What follows belongs to an exercise in optimizing a design on an open flow for small area, a short achievable clock period and few clock cycles per item; a production flow would make more cautious choices. Only simulation tests tie the RTL to the original design; equivalence was not proved.

==> design.v <==
module fp16_group_lane (
    input  wire [15:0]       a,
    input  wire [15:0]       b,
    input  wire              en,      
    output wire              nan,     
    output wire              inf,     
    output wire              zero,    
    output wire              fin,     
    output wire              neg,     
    output wire              nv,      
    output wire [21:0]       prod,    
    output wire [5:0]        lo,      
    output wire [6:0]        ub       
);
    wire [4:0] ea = a[14:10];
    wire [4:0] eb = b[14:10];
    wire [9:0] ma = a[9:0];
    wire [9:0] mb = b[9:0];
    wire a_max  = &ea;
    wire b_max  = &eb;
    wire a_nrm  = |ea;
    wire b_nrm  = |eb;
    wire a_nan  = a_max & (|ma);
    wire b_nan  = b_max & (|mb);
    wire a_inf  = a_max & ~(|ma);
    wire b_inf  = b_max & ~(|mb);
    wire a_zero = ~a_nrm & ~(|ma);
    wire b_zero = ~b_nrm & ~(|mb);
    wire op_nan  = a_nan | b_nan;
    wire inf_x_0 = ~op_nan & ((a_inf & b_zero) | (a_zero & b_inf));
    assign nan  = en & (op_nan | inf_x_0);
    assign nv   = en & inf_x_0;
    assign inf  = en & ~op_nan & ~inf_x_0 & (a_inf | b_inf);
    assign zero = en & ~op_nan & ~inf_x_0 & ~(a_inf | b_inf) & (a_zero | b_zero);
    assign fin  = en & ~a_max & ~b_max & ~a_zero & ~b_zero;
    assign neg  = a[15] ^ b[15];
    fp16_group_mul11 u_mul (.a({a_nrm, ma}), .b({b_nrm, mb}), .p(prod));
    wire [4:0] ea1 = a_nrm ? ea : 5'd1;
    wire [4:0] eb1 = b_nrm ? eb : 5'd1;
    assign lo = {1'b0, ea1} + {1'b0, eb1} - 6'd2;
    function [3:0] msb10(input nrm, input [9:0] m);
        integer i;
        begin
            msb10 = 4'd10;
            if (!nrm) begin
                msb10 = 4'd0;
                for (i = 0; i < 10; i = i + 1)
                    if (m[i]) msb10 = i[3:0];
            end
        end
    endfunction
    wire [3:0] pa = msb10(a_nrm, ma);
    wire [3:0] pb = msb10(b_nrm, mb);
    wire [6:0] ubr = {2'd0, ea1} + {2'd0, eb1} + {3'd0, pa} + {3'd0, pb} - 7'd1;
    assign ub = fin ? ubr : 7'd0;
endmodule
module fp16_group_mul11 (input wire [10:0] a, input wire [10:0] b, output wire [21:0] p);
    wire w1, w2, w3, w4, w5, w6, w7, w8, w9, w10, w11, w12, w13, w14, w15, w16, w17, w18, w19, w20, w21, w22, w23, w24, w25, w26, w27, w28, w29, w30, w31, w32, w33, w34, w35, w36, w37, w38, w39, w40, w41, w42, w43, w44, w45, w46, w47, w48, w49, w50, w51, w52, w53, w54, w55, w56, w57, w58, w59, w60, w61, w62, w63, w64, w65, w66, w67, w68, w69, w70, w71, w72, w73, w74, w75, w76, w77, w78, w79, w80, w81, w82, w83, w84, w85, w86, w87, w88, w89, w90, w91, w92, w93, w94, w95, w96, w97, w98, w99, w100, w101, w102, w103, w104, w105, w106, w107, w108, w109, w110, w111, w112, w113, w114, w115, w116, w117, w118, w119, w120, w121, w122, w123, w124, w125, w126, w127, w128, w129, w130, w131, w132, w133, w134, w135, w136, w137, w138, w139, w140, w141, w142, w143, w144, w145, w146, w147, w148, w149, w150, w151, w152, w153, w154, w155, w156, w157, w158, w159, w160, w161, w162, w163, w164, w165, w166, w167, w168, w169, w170, w171, w172, w173, w174, w175, w176, w177, w178, w179, w180;
    assign w1 = (a[0] & b[9]) ^ (a[1] & b[8]);
    assign w2 = (a[0] & b[9]) & (a[1] & b[8]);
    assign w3 = (a[0] & b[10]) ^ (a[1] & b[9]) ^ (a[2] & b[8]);
    assign w4 = ((a[0] & b[10]) & (a[1] & b[9])) | ((a[0] & b[10]) & (a[2] & b[8])) | ((a[1] & b[9]) & (a[2] & b[8]));
    assign w5 = (a[3] & b[7]) ^ (a[4] & b[6]);
    assign w6 = (a[3] & b[7]) & (a[4] & b[6]);
    assign w7 = (a[1] & b[10]) ^ (a[2] & b[9]) ^ (a[3] & b[8]);
    assign w8 = ((a[1] & b[10]) & (a[2] & b[9])) | ((a[1] & b[10]) & (a[3] & b[8])) | ((a[2] & b[9]) & (a[3] & b[8]));
    assign w9 = (a[4] & b[7]) ^ (a[5] & b[6]);
    assign w10 = (a[4] & b[7]) & (a[5] & b[6]);
    assign w11 = (a[2] & b[10]) ^ (a[3] & b[9]) ^ (a[4] & b[8]);
    assign w12 = ((a[2] & b[10]) & (a[3] & b[9])) | ((a[2] & b[10]) & (a[4] & b[8])) | ((a[3] & b[9]) & (a[4] & b[8]));
    assign w13 = (a[0] & b[6]) ^ (a[1] & b[5]);
    assign w14 = (a[0] & b[6]) & (a[1] & b[5]);
    assign w15 = (a[0] & b[7]) ^ (a[1] & b[6]) ^ (a[2] & b[5]);
    assign w16 = ((a[0] & b[7]) & (a[1] & b[6])) | ((a[0] & b[7]) & (a[2] & b[5])) | ((a[1] & b[6]) & (a[2] & b[5]));
    assign w17 = (a[3] & b[4]) ^ (a[4] & b[3]);
    assign w18 = (a[3] & b[4]) & (a[4] & b[3]);
    assign w19 = (a[0] & b[8]) ^ (a[1] & b[7]) ^ (a[2] & b[6]);
    assign w20 = ((a[0] & b[8]) & (a[1] & b[7])) | ((a[0] & b[8]) & (a[2] & b[6])) | ((a[1] & b[7]) & (a[2] & b[6]));
    assign w21 = (a[3] & b[5]) ^ (a[4] & b[4]) ^ (a[5] & b[3]);
    assign w22 = ((a[3] & b[5]) & (a[4] & b[4])) | ((a[3] & b[5]) & (a[5] & b[3])) | ((a[4] & b[4]) & (a[5] & b[3]));
    assign w23 = (a[6] & b[2]) ^ (a[7] & b[1]);
    assign w24 = (a[6] & b[2]) & (a[7] & b[1]);
    assign w25 = w1 ^ (a[2] & b[7]) ^ (a[3] & b[6]);
    assign w26 = (w1 & (a[2] & b[7])) | (w1 & (a[3] & b[6])) | ((a[2] & b[7]) & (a[3] & b[6]));
    assign w27 = (a[4] & b[5]) ^ (a[5] & b[4]) ^ (a[6] & b[3]);
    assign w28 = ((a[4] & b[5]) & (a[5] & b[4])) | ((a[4] & b[5]) & (a[6] & b[3])) | ((a[5] & b[4]) & (a[6] & b[3]));
    assign w29 = (a[7] & b[2]) ^ (a[8] & b[1]) ^ (a[9] & b[0]);
    assign w30 = ((a[7] & b[2]) & (a[8] & b[1])) | ((a[7] & b[2]) & (a[9] & b[0])) | ((a[8] & b[1]) & (a[9] & b[0]));
    assign w31 = w3 ^ w5 ^ (a[5] & b[5]);
    assign w32 = (w3 & w5) | (w3 & (a[5] & b[5])) | (w5 & (a[5] & b[5]));
    assign w33 = (a[6] & b[4]) ^ (a[7] & b[3]) ^ (a[8] & b[2]);
    assign w34 = ((a[6] & b[4]) & (a[7] & b[3])) | ((a[6] & b[4]) & (a[8] & b[2])) | ((a[7] & b[3]) & (a[8] & b[2]));
    assign w35 = (a[9] & b[1]) ^ (a[10] & b[0]) ^ w2;
    assign w36 = ((a[9] & b[1]) & (a[10] & b[0])) | ((a[9] & b[1]) & w2) | ((a[10] & b[0]) & w2);
    assign w37 = w7 ^ w9 ^ (a[6] & b[5]);
    assign w38 = (w7 & w9) | (w7 & (a[6] & b[5])) | (w9 & (a[6] & b[5]));
    assign w39 = (a[7] & b[4]) ^ (a[8] & b[3]) ^ (a[9] & b[2]);
    assign w40 = ((a[7] & b[4]) & (a[8] & b[3])) | ((a[7] & b[4]) & (a[9] & b[2])) | ((a[8] & b[3]) & (a[9] & b[2]));
    assign w41 = (a[10] & b[1]) ^ w4 ^ w6;
    assign w42 = ((a[10] & b[1]) & w4) | ((a[10] & b[1]) & w6) | (w4 & w6);
    assign w43 = w11 ^ (a[5] & b[7]) ^ (a[6] & b[6]);
    assign w44 = (w11 & (a[5] & b[7])) | (w11 & (a[6] & b[6])) | ((a[5] & b[7]) & (a[6] & b[6]));
    assign w45 = (a[7] & b[5]) ^ (a[8] & b[4]) ^ (a[9] & b[3]);
    assign w46 = ((a[7] & b[5]) & (a[8] & b[4])) | ((a[7] & b[5]) & (a[9] & b[3])) | ((a[8] & b[4]) & (a[9] & b[3]));
    assign w47 = (a[10] & b[2]) ^ w8 ^ w10;
    assign w48 = ((a[10] & b[2]) & w8) | ((a[10] & b[2]) & w10) | (w8 & w10);
    assign w49 = (a[3] & b[10]) ^ (a[4] & b[9]) ^ (a[5] & b[8]);
    assign w50 = ((a[3] & b[10]) & (a[4] & b[9])) | ((a[3] & b[10]) & (a[5] & b[8])) | ((a[4] & b[9]) & (a[5] & b[8]));
    assign w51 = (a[6] & b[7]) ^ (a[7] & b[6]) ^ (a[8] & b[5]);
    assign w52 = ((a[6] & b[7]) & (a[7] & b[6])) | ((a[6] & b[7]) & (a[8] & b[5])) | ((a[7] & b[6]) & (a[8] & b[5]));
    assign w53 = (a[9] & b[4]) ^ (a[10] & b[3]) ^ w12;
    assign w54 = ((a[9] & b[4]) & (a[10] & b[3])) | ((a[9] & b[4]) & w12) | ((a[10] & b[3]) & w12);
    assign w55 = (a[4] & b[10]) ^ (a[5] & b[9]) ^ (a[6] & b[8]);
    assign w56 = ((a[4] & b[10]) & (a[5] & b[9])) | ((a[4] & b[10]) & (a[6] & b[8])) | ((a[5] & b[9]) & (a[6] & b[8]));
    assign w57 = (a[7] & b[7]) ^ (a[8] & b[6]) ^ (a[9] & b[5]);
    assign w58 = ((a[7] & b[7]) & (a[8] & b[6])) | ((a[7] & b[7]) & (a[9] & b[5])) | ((a[8] & b[6]) & (a[9] & b[5]));
    assign w59 = (a[5] & b[10]) ^ (a[6] & b[9]) ^ (a[7] & b[8]);
    assign w60 = ((a[5] & b[10]) & (a[6] & b[9])) | ((a[5] & b[10]) & (a[7] & b[8])) | ((a[6] & b[9]) & (a[7] & b[8]));
    assign w61 = (a[0] & b[4]) ^ (a[1] & b[3]);
    assign w62 = (a[0] & b[4]) & (a[1] & b[3]);
    assign w63 = (a[0] & b[5]) ^ (a[1] & b[4]) ^ (a[2] & b[3]);
    assign w64 = ((a[0] & b[5]) & (a[1] & b[4])) | ((a[0] & b[5]) & (a[2] & b[3])) | ((a[1] & b[4]) & (a[2] & b[3]));
    assign w65 = (a[3] & b[2]) ^ (a[4] & b[1]);
    assign w66 = (a[3] & b[2]) & (a[4] & b[1]);
    assign w67 = w13 ^ (a[2] & b[4]) ^ (a[3] & b[3]);
    assign w68 = (w13 & (a[2] & b[4])) | (w13 & (a[3] & b[3])) | ((a[2] & b[4]) & (a[3] & b[3]));
    assign w69 = (a[4] & b[2]) ^ (a[5] & b[1]) ^ (a[6] & b[0]);
    assign w70 = ((a[4] & b[2]) & (a[5] & b[1])) | ((a[4] & b[2]) & (a[6] & b[0])) | ((a[5] & b[1]) & (a[6] & b[0]));
    assign w71 = w15 ^ w17 ^ (a[5] & b[2]);
    assign w72 = (w15 & w17) | (w15 & (a[5] & b[2])) | (w17 & (a[5] & b[2]));
    assign w73 = (a[6] & b[1]) ^ (a[7] & b[0]) ^ w14;
    assign w74 = ((a[6] & b[1]) & (a[7] & b[0])) | ((a[6] & b[1]) & w14) | ((a[7] & b[0]) & w14);
    assign w75 = w19 ^ w21 ^ w23;
    assign w76 = (w19 & w21) | (w19 & w23) | (w21 & w23);
    assign w77 = (a[8] & b[0]) ^ w16 ^ w18;
    assign w78 = ((a[8] & b[0]) & w16) | ((a[8] & b[0]) & w18) | (w16 & w18);
    assign w79 = w25 ^ w27 ^ w29;
    assign w80 = (w25 & w27) | (w25 & w29) | (w27 & w29);
    assign w81 = w20 ^ w22 ^ w24;
    assign w82 = (w20 & w22) | (w20 & w24) | (w22 & w24);
    assign w83 = w31 ^ w33 ^ w35;
    assign w84 = (w31 & w33) | (w31 & w35) | (w33 & w35);
    assign w85 = w26 ^ w28 ^ w30;
    assign w86 = (w26 & w28) | (w26 & w30) | (w28 & w30);
    assign w87 = w37 ^ w39 ^ w41;
    assign w88 = (w37 & w39) | (w37 & w41) | (w39 & w41);
    assign w89 = w32 ^ w34 ^ w36;
    assign w90 = (w32 & w34) | (w32 & w36) | (w34 & w36);
    assign w91 = w43 ^ w45 ^ w47;
    assign w92 = (w43 & w45) | (w43 & w47) | (w45 & w47);
    assign w93 = w38 ^ w40 ^ w42;
    assign w94 = (w38 & w40) | (w38 & w42) | (w40 & w42);
    assign w95 = w49 ^ w51 ^ w53;
    assign w96 = (w49 & w51) | (w49 & w53) | (w51 & w53);
    assign w97 = w44 ^ w46 ^ w48;
    assign w98 = (w44 & w46) | (w44 & w48) | (w46 & w48);
    assign w99 = w55 ^ w57 ^ (a[10] & b[4]);
    assign w100 = (w55 & w57) | (w55 & (a[10] & b[4])) | (w57 & (a[10] & b[4]));
    assign w101 = w50 ^ w52 ^ w54;
    assign w102 = (w50 & w52) | (w50 & w54) | (w52 & w54);
    assign w103 = w59 ^ (a[8] & b[7]) ^ (a[9] & b[6]);
    assign w104 = (w59 & (a[8] & b[7])) | (w59 & (a[9] & b[6])) | ((a[8] & b[7]) & (a[9] & b[6]));
    assign w105 = (a[10] & b[5]) ^ w56 ^ w58;
    assign w106 = ((a[10] & b[5]) & w56) | ((a[10] & b[5]) & w58) | (w56 & w58);
    assign w107 = (a[6] & b[10]) ^ (a[7] & b[9]) ^ (a[8] & b[8]);
    assign w108 = ((a[6] & b[10]) & (a[7] & b[9])) | ((a[6] & b[10]) & (a[8] & b[8])) | ((a[7] & b[9]) & (a[8] & b[8]));
    assign w109 = (a[9] & b[7]) ^ (a[10] & b[6]) ^ w60;
    assign w110 = ((a[9] & b[7]) & (a[10] & b[6])) | ((a[9] & b[7]) & w60) | ((a[10] & b[6]) & w60);
    assign w111 = (a[7] & b[10]) ^ (a[8] & b[9]) ^ (a[9] & b[8]);
    assign w112 = ((a[7] & b[10]) & (a[8] & b[9])) | ((a[7] & b[10]) & (a[9] & b[8])) | ((a[8] & b[9]) & (a[9] & b[8]));
    assign w113 = (a[0] & b[3]) ^ (a[1] & b[2]);
    assign w114 = (a[0] & b[3]) & (a[1] & b[2]);
    assign w115 = w61 ^ (a[2] & b[2]) ^ (a[3] & b[1]);
    assign w116 = (w61 & (a[2] & b[2])) | (w61 & (a[3] & b[1])) | ((a[2] & b[2]) & (a[3] & b[1]));
    assign w117 = w63 ^ w65 ^ (a[5] & b[0]);
    assign w118 = (w63 & w65) | (w63 & (a[5] & b[0])) | (w65 & (a[5] & b[0]));
    assign w119 = w67 ^ w69 ^ w64;
    assign w120 = (w67 & w69) | (w67 & w64) | (w69 & w64);
    assign w121 = w71 ^ w73 ^ w68;
    assign w122 = (w71 & w73) | (w71 & w68) | (w73 & w68);
    assign w123 = w75 ^ w77 ^ w72;
    assign w124 = (w75 & w77) | (w75 & w72) | (w77 & w72);
    assign w125 = w79 ^ w81 ^ w76;
    assign w126 = (w79 & w81) | (w79 & w76) | (w81 & w76);
    assign w127 = w83 ^ w85 ^ w80;
    assign w128 = (w83 & w85) | (w83 & w80) | (w85 & w80);
    assign w129 = w87 ^ w89 ^ w84;
    assign w130 = (w87 & w89) | (w87 & w84) | (w89 & w84);
    assign w131 = w91 ^ w93 ^ w88;
    assign w132 = (w91 & w93) | (w91 & w88) | (w93 & w88);
    assign w133 = w95 ^ w97 ^ w92;
    assign w134 = (w95 & w97) | (w95 & w92) | (w97 & w92);
    assign w135 = w99 ^ w101 ^ w96;
    assign w136 = (w99 & w101) | (w99 & w96) | (w101 & w96);
    assign w137 = w103 ^ w105 ^ w100;
    assign w138 = (w103 & w105) | (w103 & w100) | (w105 & w100);
    assign w139 = w107 ^ w109 ^ w104;
    assign w140 = (w107 & w109) | (w107 & w104) | (w109 & w104);
    assign w141 = w111 ^ (a[10] & b[7]) ^ w108;
    assign w142 = (w111 & (a[10] & b[7])) | (w111 & w108) | ((a[10] & b[7]) & w108);
    assign w143 = (a[8] & b[10]) ^ (a[9] & b[9]) ^ (a[10] & b[8]);
    assign w144 = ((a[8] & b[10]) & (a[9] & b[9])) | ((a[8] & b[10]) & (a[10] & b[8])) | ((a[9] & b[9]) & (a[10] & b[8]));
    assign w145 = (a[0] & b[2]) ^ (a[1] & b[1]);
    assign w146 = (a[0] & b[2]) & (a[1] & b[1]);
    assign w147 = w113 ^ (a[2] & b[1]) ^ (a[3] & b[0]);
    assign w148 = (w113 & (a[2] & b[1])) | (w113 & (a[3] & b[0])) | ((a[2] & b[1]) & (a[3] & b[0]));
    assign w149 = w115 ^ (a[4] & b[0]) ^ w114;
    assign w150 = (w115 & (a[4] & b[0])) | (w115 & w114) | ((a[4] & b[0]) & w114);
    assign w151 = w117 ^ w62 ^ w116;
    assign w152 = (w117 & w62) | (w117 & w116) | (w62 & w116);
    assign w153 = w119 ^ w66 ^ w118;
    assign w154 = (w119 & w66) | (w119 & w118) | (w66 & w118);
    assign w155 = w121 ^ w70 ^ w120;
    assign w156 = (w121 & w70) | (w121 & w120) | (w70 & w120);
    assign w157 = w123 ^ w74 ^ w122;
    assign w158 = (w123 & w74) | (w123 & w122) | (w74 & w122);
    assign w159 = w125 ^ w78 ^ w124;
    assign w160 = (w125 & w78) | (w125 & w124) | (w78 & w124);
    assign w161 = w127 ^ w82 ^ w126;
    assign w162 = (w127 & w82) | (w127 & w126) | (w82 & w126);
    assign w163 = w129 ^ w86 ^ w128;
    assign w164 = (w129 & w86) | (w129 & w128) | (w86 & w128);
    assign w165 = w131 ^ w90 ^ w130;
    assign w166 = (w131 & w90) | (w131 & w130) | (w90 & w130);
    assign w167 = w133 ^ w94 ^ w132;
    assign w168 = (w133 & w94) | (w133 & w132) | (w94 & w132);
    assign w169 = w135 ^ w98 ^ w134;
    assign w170 = (w135 & w98) | (w135 & w134) | (w98 & w134);
    assign w171 = w137 ^ w102 ^ w136;
    assign w172 = (w137 & w102) | (w137 & w136) | (w102 & w136);
    assign w173 = w139 ^ w106 ^ w138;
    assign w174 = (w139 & w106) | (w139 & w138) | (w106 & w138);
    assign w175 = w141 ^ w110 ^ w140;
    assign w176 = (w141 & w110) | (w141 & w140) | (w110 & w140);
    assign w177 = w143 ^ w112 ^ w142;
    assign w178 = (w143 & w112) | (w143 & w142) | (w112 & w142);
    assign w179 = (a[9] & b[10]) ^ (a[10] & b[9]) ^ w144;
    assign w180 = ((a[9] & b[10]) & (a[10] & b[9])) | ((a[9] & b[10]) & w144) | ((a[10] & b[9]) & w144);
    wire [21:0] r0 = {1'b0, (a[10] & b[10]), w179, w177, w175, w173, w171, w169, w167, w165, w163, w161, w159, w157, w155, w153, w151, w149, w147, w145, (a[0] & b[1]), (a[0] & b[0])};
    wire [21:0] r1 = {1'b0, w180, w178, w176, w174, w172, w170, w168, w166, w164, w162, w160, w158, w156, w154, w152, w150, w148, w146, (a[2] & b[0]), (a[1] & b[0]), 1'b0};
    assign p = r0 + r1;
endmodule
module fp16_group_sum (
    input  wire [127:0] a,         
    input  wire [127:0] b,         
    input  wire [7:0]   mask,      
    input  wire [31:0]  acc,       
    input  wire         has_acc,   
    output wire [175:0] prod,      
    output wire [47:0]  lo,        
    output wire [7:0]   fin,       
    output wire [7:0]   neg,       
    output wire         acc_fin,
    output wire signed [9:0] emax,
    output wire         sp,        
    output wire         sp_nan,    
    output wire         sp_inf,    
    output wire         sp_sgn,    
    output wire         nv
);
    wire [7:0] l_nan, l_inf, l_zero, l_nv;
    wire [6:0] l_ub [0:7];
    genvar g;
    generate
        for (g = 0; g < 8; g = g + 1) begin : lane
            fp16_group_lane u_lane (
                .a(a[16*g +: 16]), .b(b[16*g +: 16]), .en(mask[g]),
                .nan(l_nan[g]), .inf(l_inf[g]), .zero(l_zero[g]), .fin(fin[g]),
                .neg(neg[g]), .nv(l_nv[g]),
                .prod(prod[22*g +: 22]), .lo(lo[6*g +: 6]), .ub(l_ub[g])
            );
        end
    endgenerate
    wire [7:0]  acc_e = acc[30:23];
    wire [22:0] acc_m = acc[22:0];
    wire acc_nrm  = |acc_e;
    wire acc_nan  = has_acc & (&acc_e) & (|acc_m);
    wire acc_inf  = has_acc & (&acc_e) & ~(|acc_m);
    wire acc_zero = has_acc & ~acc_nrm & ~(|acc_m);
    assign acc_fin = has_acc & ~(&acc_e) & (acc_nrm | (|acc_m));
    wire acc_neg  = acc[31];
    integer i;
    reg [4:0] acc_msb;
    always @* begin
        acc_msb = 5'd0;
        for (i = 0; i < 23; i = i + 1)
            if (acc_m[i]) acc_msb = i[4:0];
    end
    wire signed [9:0] acc_lead = acc_nrm ? $signed({2'd0, acc_e}) - 10'sd127
                                         : $signed({5'd0, acc_msb}) - 10'sd149;
    wire [8:0] present = {has_acc, mask};
    wire [8:0] t_zero  = {acc_zero, l_zero};
    wire [8:0] t_neg   = {acc_neg, neg};
    wire [8:0] t_inf   = {acc_inf, l_inf};
    wire any_nan  = (|l_nan) | acc_nan;
    wire pos_inf  = |(t_inf & ~t_neg);
    wire neg_inf  = |(t_inf & t_neg);
    wire any_fin  = (|fin) | acc_fin;
    wire all_negz = (|present) & ((t_zero & t_neg) == present);
    assign nv     = (|l_nv) | (~any_nan & pos_inf & neg_inf);
    assign sp     = any_nan | pos_inf | neg_inf | ~any_fin;
    assign sp_nan = any_nan | (pos_inf & neg_inf);
    assign sp_inf = pos_inf | neg_inf;
    assign sp_sgn = sp_inf ? neg_inf : all_negz;
    wire [6:0] m01 = (l_ub[0] > l_ub[1]) ? l_ub[0] : l_ub[1];
    wire [6:0] m23 = (l_ub[2] > l_ub[3]) ? l_ub[2] : l_ub[3];
    wire [6:0] m45 = (l_ub[4] > l_ub[5]) ? l_ub[4] : l_ub[5];
    wire [6:0] m67 = (l_ub[6] > l_ub[7]) ? l_ub[6] : l_ub[7];
    wire [6:0] m03 = (m01 > m23) ? m01 : m23;
    wire [6:0] m47 = (m45 > m67) ? m45 : m67;
    wire [6:0] pmax = (m03 > m47) ? m03 : m47;
    wire signed [9:0] pm = (pmax == 7'd0) ? -10'sd100 : $signed({3'd0, pmax}) - 10'sd48;
    wire signed [9:0] am = acc_fin ? acc_lead : -10'sd100;
    assign emax = (am > pm) ? am : pm;
endmodule
module fp16_group_csa #(parameter W = 55) (
    input  wire [W-1:0] x, y, z,
    output wire [W-1:0] s, c
);
    wire [W-1:0] m = (x & y) | (x & z) | (y & z);
    assign s = x ^ y ^ z;
    assign c = {m[W-2:0], 1'b0};
endmodule
module fp16_group_align (
    input  wire [175:0] prod,
    input  wire [47:0]  lo,
    input  wire [7:0]   fin,
    input  wire [7:0]   neg,
    input  wire [31:0]  acc,
    input  wire         acc_fin,
    input  wire signed [9:0] emax,
    output wire [54:0]  sum         
);
    wire [49:0] al [0:8];
    genvar g;
    generate
        for (g = 0; g < 8; g = g + 1) begin : sh
            wire signed [10:0] k = $signed({emax[9], emax}) + 11'sd48 - $signed({5'd0, lo[6*g +: 6]});
            wire [6:0]  ks = (k > 11'sd70) ? 7'd71 : k[6:0];
            wire [70:0] w  = {prod[22*g +: 22], 49'd0} >> ks;
            assign al[g] = fin[g] ? w[49:0] : 50'd0;
        end
    endgenerate
    wire [7:0]  acc_e1 = (|acc[30:23]) ? acc[30:23] : 8'd1;
    wire signed [10:0] k8 = $signed({emax[9], emax}) + 11'sd150 - $signed({3'd0, acc_e1});
    wire [6:0]  ks8 = (k8 > 11'sd72) ? 7'd73 : k8[6:0];
    wire [72:0] w8  = {(|acc[30:23]), acc[22:0], 49'd0} >> ks8;
    assign al[8] = acc_fin ? w8[49:0] : 50'd0;
    integer i;
    reg top;
    always @* begin
        top = 1'b0;
        for (i = 0; i < 9; i = i + 1) top = top | al[i][49];
    end
    wire [8:0] sneg = {acc[31] & acc_fin, neg & fin};
    wire [54:0] row [0:9];
    generate
        for (g = 0; g < 9; g = g + 1) begin : rw
            assign row[g] = {5'd0, {al[g][49:1], al[g][0] & ~top} ^ {50{sneg[g]}}};
        end
    endgenerate
    wire [3:0] nneg = sneg[0] + sneg[1] + sneg[2] + sneg[3] + sneg[4]
                    + sneg[5] + sneg[6] + sneg[7] + sneg[8];
    wire [4:0] nneg_hi = 5'd0 - {1'b0, nneg};
    assign row[9] = {nneg_hi, 46'd0, nneg};
    wire [54:0] s1a, c1a, s1b, c1b, s1c, c1c;
    fp16_group_csa u1a (.x(row[0]), .y(row[1]), .z(row[2]), .s(s1a), .c(c1a));
    fp16_group_csa u1b (.x(row[3]), .y(row[4]), .z(row[5]), .s(s1b), .c(c1b));
    fp16_group_csa u1c (.x(row[6]), .y(row[7]), .z(row[8]), .s(s1c), .c(c1c));
    wire [54:0] s2a, c2a, s2b, c2b;
    fp16_group_csa u2a (.x(s1a), .y(c1a), .z(s1b), .s(s2a), .c(c2a));
    fp16_group_csa u2b (.x(c1b), .y(s1c), .z(c1c), .s(s2b), .c(c2b));
    wire [54:0] s3, c3;
    fp16_group_csa u3 (.x(s2a), .y(c2a), .z(s2b), .s(s3), .c(c3));
    wire [54:0] s4, c4;
    fp16_group_csa u4 (.x(s3), .y(c3), .z(c2b), .s(s4), .c(c4));
    wire [54:0] s5, c5;
    fp16_group_csa u5 (.x(s4), .y(c4), .z(row[9]), .s(s5), .c(c5));
    assign sum = s5 + c5;
endmodule
module fp16_group_round (
    input  wire [54:0] sum,
    input  wire signed [9:0] emax,
    input  wire        sp,
    input  wire        sp_nan,
    input  wire        sp_inf,
    input  wire        sp_sgn,
    output wire [31:0] res,
    output wire        of
);
    wire        s_neg = sum[54];
    wire [53:0] mag = (sum[53:0] ^ {54{s_neg}}) + {53'd0, s_neg};
    wire        is_zero = ~(|sum);
    integer i;
    reg [5:0] p;           
    reg [5:0] tz;          
    always @* begin
        p = 6'd0;
        for (i = 0; i < 54; i = i + 1)
            if (mag[i]) p = i[5:0];
        tz = 6'd0;
        for (i = 53; i >= 0; i = i - 1)
            if (sum[i]) tz = i[5:0];
    end
    wire [5:0] lz = 6'd53 - p;
    wire signed [10:0] smax = 11'sd130 + $signed({emax[9], emax});    
    wire normal = $signed({5'd0, lz}) <= smax;
    wire [5:0] L = normal ? lz : smax[5:0];
    wire [53:0] n = mag << L;
    wire [23:0] r = n[53:30];
    wire        g = n[29];
    wire [6:0]  tzl = {1'd0, tz} + {1'd0, L};
    wire        st = tzl < 7'd29;            
    wire        inc = g & (st | r[0]);
    wire signed [10:0] base = normal ? (11'sd131 + $signed({emax[9], emax}) - $signed({5'd0, lz})) : 11'sd0;
    wire [32:0] r32 = {base[9:0], r[22:0]} + {32'd0, inc};
    wire        ovf = r32[32:23] >= 10'd255;
    wire [31:0] rounded = ovf ? {s_neg, 8'hFF, 23'd0} : {s_neg, r32[30:0]};
    wire [31:0] special = sp_nan ? 32'h7FC0_0000 : {sp_sgn, {8{sp_inf}}, 23'd0};
    assign res = sp ? special : (is_zero ? 32'd0 : rounded);
    assign of  = ~sp & ~is_zero & ovf;
endmodule
module hxs_fp16_group (
    input  wire         clk,
    input  wire         rst,         
    input  wire         in_valid,
    output wire         in_ready,
    input  wire [127:0] in_a,
    input  wire [127:0] in_b,
    input  wire [7:0]   in_mask,
    input  wire [31:0]  in_acc,
    input  wire         in_has_acc,
    output wire         out_valid,
    input  wire         out_ready,
    output wire [31:0]  out_res,
    output wire         out_nv,
    output wire         out_of
);
    localparam DEPTH = 5;            
    localparam QN    = DEPTH - 1;    
    reg         v0;
    reg [127:0] a0, b0;
    reg [7:0]   mask0;
    reg [31:0]  acc0;
    reg         has_acc0;
    reg [2:0]   occ;                 
    assign in_ready = (occ < DEPTH);
    wire take_in  = in_valid & in_ready;
    wire take_out = out_valid & out_ready;
    always @(posedge clk) begin
        a0       <= in_a;
        b0       <= in_b;
        mask0    <= in_mask;
        acc0     <= in_acc;
        has_acc0 <= in_has_acc;
        if (rst) begin
            v0  <= 1'b0;
            occ <= 3'd0;
        end else begin
            v0  <= take_in;
            occ <= occ + {2'd0, take_in} - {2'd0, take_out};
        end
    end
    wire [175:0] prod_c;
    wire [47:0]  lo_c;
    wire [7:0]   fin_c, neg_c;
    wire         acc_fin_c;
    wire signed [9:0] emax_c;
    wire         sp_c, sp_nan_c, sp_inf_c, sp_sgn_c, nv_c;
    fp16_group_sum u_sum (
        .a(a0), .b(b0), .mask(mask0), .acc(acc0), .has_acc(has_acc0),
        .prod(prod_c), .lo(lo_c), .fin(fin_c), .neg(neg_c), .acc_fin(acc_fin_c),
        .emax(emax_c), .sp(sp_c), .sp_nan(sp_nan_c), .sp_inf(sp_inf_c),
        .sp_sgn(sp_sgn_c), .nv(nv_c)
    );
    reg         v1;
    reg [175:0] prod1;
    reg [47:0]  lo1;
    reg [7:0]   fin1, neg1;
    reg [31:0]  acc1;
    reg         acc_fin1;
    reg signed [9:0] emax1;
    reg         sp1, sp_nan1, sp_inf1, sp_sgn1, nv1;
    always @(posedge clk) begin
        prod1    <= prod_c;
        lo1      <= lo_c;
        fin1     <= fin_c;
        neg1     <= neg_c;
        acc1     <= acc0;
        acc_fin1 <= acc_fin_c;
        emax1    <= emax_c;
        sp1      <= sp_c;
        sp_nan1  <= sp_nan_c;
        sp_inf1  <= sp_inf_c;
        sp_sgn1  <= sp_sgn_c;
        nv1      <= nv_c;
        v1       <= rst ? 1'b0 : v0;
    end
    wire [54:0] sum_c;
    fp16_group_align u_align (
        .prod(prod1), .lo(lo1), .fin(fin1), .neg(neg1), .acc(acc1),
        .acc_fin(acc_fin1), .emax(emax1), .sum(sum_c)
    );
    reg         v2;
    reg [54:0]  sum2;
    reg signed [9:0] emax2;
    reg         sp2, sp_nan2, sp_inf2, sp_sgn2, nv2;
    always @(posedge clk) begin
        sum2    <= sum_c;
        emax2   <= emax1;
        sp2     <= sp1;
        sp_nan2 <= sp_nan1;
        sp_inf2 <= sp_inf1;
        sp_sgn2 <= sp_sgn1;
        nv2     <= nv1;
        v2      <= rst ? 1'b0 : v1;
    end
    wire [31:0] res_c;
    wire        of_c;
    fp16_group_round u_round (
        .sum(sum2), .emax(emax2), .sp(sp2), .sp_nan(sp_nan2), .sp_inf(sp_inf2),
        .sp_sgn(sp_sgn2), .res(res_c), .of(of_c)
    );
    reg         hv;
    reg [31:0]  hres;
    reg         hnv, hof;
    reg [33:0]  q [0:QN-1];
    reg [1:0]   qrp, qwp;
    reg [2:0]   qcnt;
    wire head_free = ~hv | out_ready;
    wire q_pop   = head_free & (qcnt != 3'd0);
    wire to_head = head_free & (qcnt == 3'd0) & v2;
    wire q_push  = v2 & ~to_head;
    always @(posedge clk) begin
        if (q_push) q[qwp] <= {res_c, nv2, of_c};
        if (q_pop) begin
            {hres, hnv, hof} <= q[qrp];
        end else if (to_head) begin
            {hres, hnv, hof} <= {res_c, nv2, of_c};
        end
        if (rst) begin
            hv   <= 1'b0;
            qrp  <= 2'd0;
            qwp  <= 2'd0;
            qcnt <= 3'd0;
        end else begin
            if (head_free) hv <= q_pop | to_head;
            if (q_pop)  qrp <= qrp + 2'd1;
            if (q_push) qwp <= qwp + 2'd1;
            qcnt <= qcnt + {2'd0, q_push} - {2'd0, q_pop};
        end
    end
    assign out_valid = hv;
    assign out_res   = hres;
    assign out_nv    = hnv;
    assign out_of    = hof;
endmodule
==> run.sh <==
#!/bin/bash
# synth_recipe.tcl (not shown) runs the flow's synth.tcl, then flattens the netlist and writes it again
# the make line also repeats each setting of config.mk as NAME=value (left out here)
make -C /OpenROAD-flow-scripts/flow DESIGN_CONFIG=/design/flow/config.mk WORK_HOME=/design/flow/orfs CLKGATE_MAP_FILE= SYNTH_SCRIPT=/design/flow/synth_recipe.tcl finish
==> config.mk <==
export PLATFORM = sky130hd
export DESIGN_NAME = hxs_fp16_group
export DESIGN_NICKNAME = hxs_fp16_group
export VERILOG_FILES = /design/flow/design.v
export SDC_FILE = /design/flow/constraint.sdc
export NUM_CORES = 4
export LEC_CHECK = 0
export ABC_CLOCK_PERIOD_IN_PS = 10000
export CAP_MARGIN = 20
export CORE_MARGIN = 2
export CORE_UTILIZATION = 50
export GPL_ROUTABILITY_DRIVEN = 1
export PLACE_DENSITY = 0.6
export SLEW_MARGIN = 20
==> constraint.sdc <==
create_clock -name core_clock -period 60.0 [get_ports {clk}]
set_input_delay 12.0000 -clock core_clock [delete_from_list [all_inputs] [get_ports {clk}]]
set_output_delay 12.0000 -clock core_clock [all_outputs]
set_load 0.01 [all_outputs]
==> reports/results.tsv <==
stage	metric	value	unit
routing	drt-total-wl	376000	um
layout	layout_commonest_cell	inv_1	
floorplan	die_x	461	um
placed_design	port_buffers	336	
cts	cts-root-buf	clkbuf_16	
logic_synthesis	syn-mean-instance-area	8.58	um^2
timing	finalMaxSlewViolations	0	
logic_synthesis	synth_flop_cell	dfxtp_1	
cts	clkTransAtPathRegs	0.06	ns
logic_synthesis	synth_edf_count	170	
placed_design	gp_congestion	1.06	
timing	max_slew_margin	20.4	%
grt	grt_pass1_wl	559000	um
cts	cts.path.max_buffers	3	
routing	drt_iter0_markers	8546	
placed_design	dp_slack	44.56	ns
hold_path	hold_class	register to register	
routing	drc_errors	0	
setup_path	cpMostUsedCell	a21oi_1	
logic_synthesis	syn_inst	12193	
timing	setup_tns	0	ns
layout	seqCellArea	18500	um^2
hold_path	whs_path_depth	0	
timing	setup_slack	44.58	ns
layout	multiInputGateArea	78100	um^2
setup_path	crit_type	register to register	
logic_synthesis	synth_area	105000	um^2
grt	grt_usage	34.9	%
layout	areaGrowthSynthToFinish	8.97	%
routing	vias_per_cell	5.86	
floorplan	rows	167	
floorplan	initial_utilization	50.4	%
layout	fillCellCount	19079	
routing	post_drt_wl_per_cell	25.0	um
logic_synthesis	yosys_warnings	5	
timing	finalHoldWorstSlack	0.334	ns
routing	vias	88199	
layout	final_cells	15045	
timing	fmax	64.9	MHz
grt	antenna_found_initial	23	
timing	setup_violations	0	
routing	ant_nets	0	
timing	final-hold-violation-count	0	
routing	drt_pass1_iterations	9	
logic_synthesis	ys_ff_latch	839	
layout	drive_gt1_share	4.46	%
grt	grt_pass1_vias	88268	
floorplan	die_h	461	um
setup_path	slowest_delay	0.78	ns
cts	cts_setup_buffers	0	
setup_path	cp.required	60.60	ns
outcome	status	timing/DRC/antenna clean	
logic_synthesis	seq_area_frac_synth	17.7	%
setup_path	startpoint_type	register	
cts	cts_tree	yes	
layout	nNetsFinal	14220	
floorplan	core	207000	um^2
setup_path	critPathCaptureType	register	
setup_path	arrival	16.02	ns
logic_synthesis	synth_cell_types	107	
logic_synthesis	synth_nets	14251	
floorplan	dieArea	213000	um^2
timing	post-route-period-util	25.7	%
placed_design	dp_cells	14849	
grt	overflow	0	
cts	postCtsHoldBufs	0	
layout	most-common-layout-cells	inv_1 (1529), fa_1 (1082), nor2_1 (907)	
cts	cts.sinks	839	
placed_design	hpwl	307000	um
timing	period_minus_slack	15.42	ns
setup_path	worst-path-max-fanout	20	
cts	h-tree-depth	3	
timing	rsz0062_at_grt	false	
cts	clock_latency	0.84	ns
cts	cts_resized	0	
setup_path	crit_slowest_cell	a21oi_1	
timing	fin_skew	0.133	ns
flow_run	drv_cap	0	
timing	tightest_slew	1.19	ns
setup_path	r2r_cells	57	
cts	numCtsBuffers	99	
logic_synthesis	async_reset_ff_share	0	%
floorplan	ios	337	
grt	grt_max_degree	67	
[synth_stat cells, types with 34 or more instances]
master,n,area (um^2)
and3_1,51,319
a21oi_1,705,3530
buf_2,34,170
and2_1,853,5340
a22oi_1,97,728
o22ai_1,103,644
edfxtp_1,170,5100
fa_1,1082,21700
o31ai_1,47,353
dfxtp_1,669,13400
xor2_1,246,2150
o21bai_1,146,1100
ha_1,675,8450
nand2_1,871,3270
a31oi_1,70,438
o211ai_1,36,270
nor3_1,291,1460
nand4_1,68,425
mux4_2,52,1170
mux2_2,49,552
clkbuf_1,516,1940
nor4_1,75,469
nand2b_1,99,619
o21ai_0,367,1840
nand3_1,171,856
a211oi_1,40,300
a21o_1,120,901
or3_1,36,225
o21a_1,35,263
buf_1,65,244
nor2b_1,145,907
inv_1,1529,5740
xnor2_1,625,5470
mux2i_1,681,6820
nor2_1,913,3430
[flip-flops by register name, summed over array words and instances (netlist names), 48 cells and up, named ones only]
register and flops:
q 136, lo1 48, b0 128, sum2 55, prod1 176, a0 128
[critical path: cells and delay by family (launching register included)]
family	cells	cell delay [ns]
AND/OR/NAND/NOR	5	1.91
multiplexers	6	1.64
adder cells (fa/ha/maj)	8	3.25
AO/OA/AOI/OAI	30	6.73
XOR/XNOR	1	0.12
flip-flops	1	0.31
buffers and inverters	7	1.24
[metrics by stage]
step,util [%],instance area [um^2]
3_5_place_dp,53.2,110000
2_1_floorplan,-,105000
3_3_place_gp,53.2,110000
6_report,54.9,114000
5_1_grt,54.9,114000
4_1_cts,54.9,114000
[cells by family (layout without fill, tap and decap cells)]
| kind of cell | Yosys count | count (layout) | share of synthesized area (%) |
|---|---|---|---|
| DFF | 839 | 839 | 17.7 |
| other | 0 | 9 | 0 |
| adders and majority gates | 1757 | 1757 | 28.8 |
| xor gates and xnor gates | 876 | 876 | 7.40 |
| AOI/OAI and AO/OA | 2057 | 2057 | 12.4 |
| muxes | 784 | 784 | 8.20 |
| and+or+nand+nor | 3725 | 3725 | 17.8 |
| buffers and inverters | 2155 | 2210 | 7.80 |
[final timing paths]
check                               from       end  slack [ns]
worst max-delay path            emax1[0]  sum2[54]       44.58
worst min-delay path             sp_inf1   sp_inf2        0.33
worst max register to register  emax1[0]  sum2[54]       44.58
worst min register to register   sp_inf1   sp_inf2        0.33
[layer usage]
layer | track usage, % | share of wire (%) | up-vias
met5 | 0 | 0.020 | -
met4 | 19.0 | 6.4 | 12
met3 | 3.91 | 6.2 | 710
met2 | 56.9 | 46 | 3485
met1 | 45.3 | 41 | 43580
li1 | - | - | 40412
[area by class of cell]
class / count / share of cell area (%)
multi-input combinational: 9199 / 68.5
tap: 2788 / 3.06
timing repair buffer: 487 / 3.95
sequential: 839 / 16.2
clock inverter: 71 / 0.810
clock buffer: 116 / 2.35
antenna: 9 / 0.0198
inverter: 1536 / 5.06
Testbench counts, summed over its fixed seeds: cycles 16,032, items 16,000.

==> what the ideal ports hide <==
The flow's constraints put no driver on any port. The routed layout listed below was extracted and timed again, unchanged, in two steps. Step 1: set_driving_cell puts a clkbuf_16 on clk and a buf_2 on each other input, an assumption about the parent block. Step 2 times the ports against the registers' clock, not the clock port: input delays grow and output delays shrink by t, the midpoint of the rising clock arrivals with the driver on. Three values: ideal ports, drivers, drivers and shift; two values: the first two.
t (ns): 0.857
setup WS [ns]: 44.584 / 44.584 / 44.584
worst hold slack (ns): 0.334 / 0.334 / 0.334
worst register clock-pin slew, ns: 0.08 / 0.08
cell pins on the clock port's net: 1
After both steps this run still meets setup and hold. For this run, drivers alone change the setup slack by 0.000 ns; drivers and shift together by 0.000 ns.
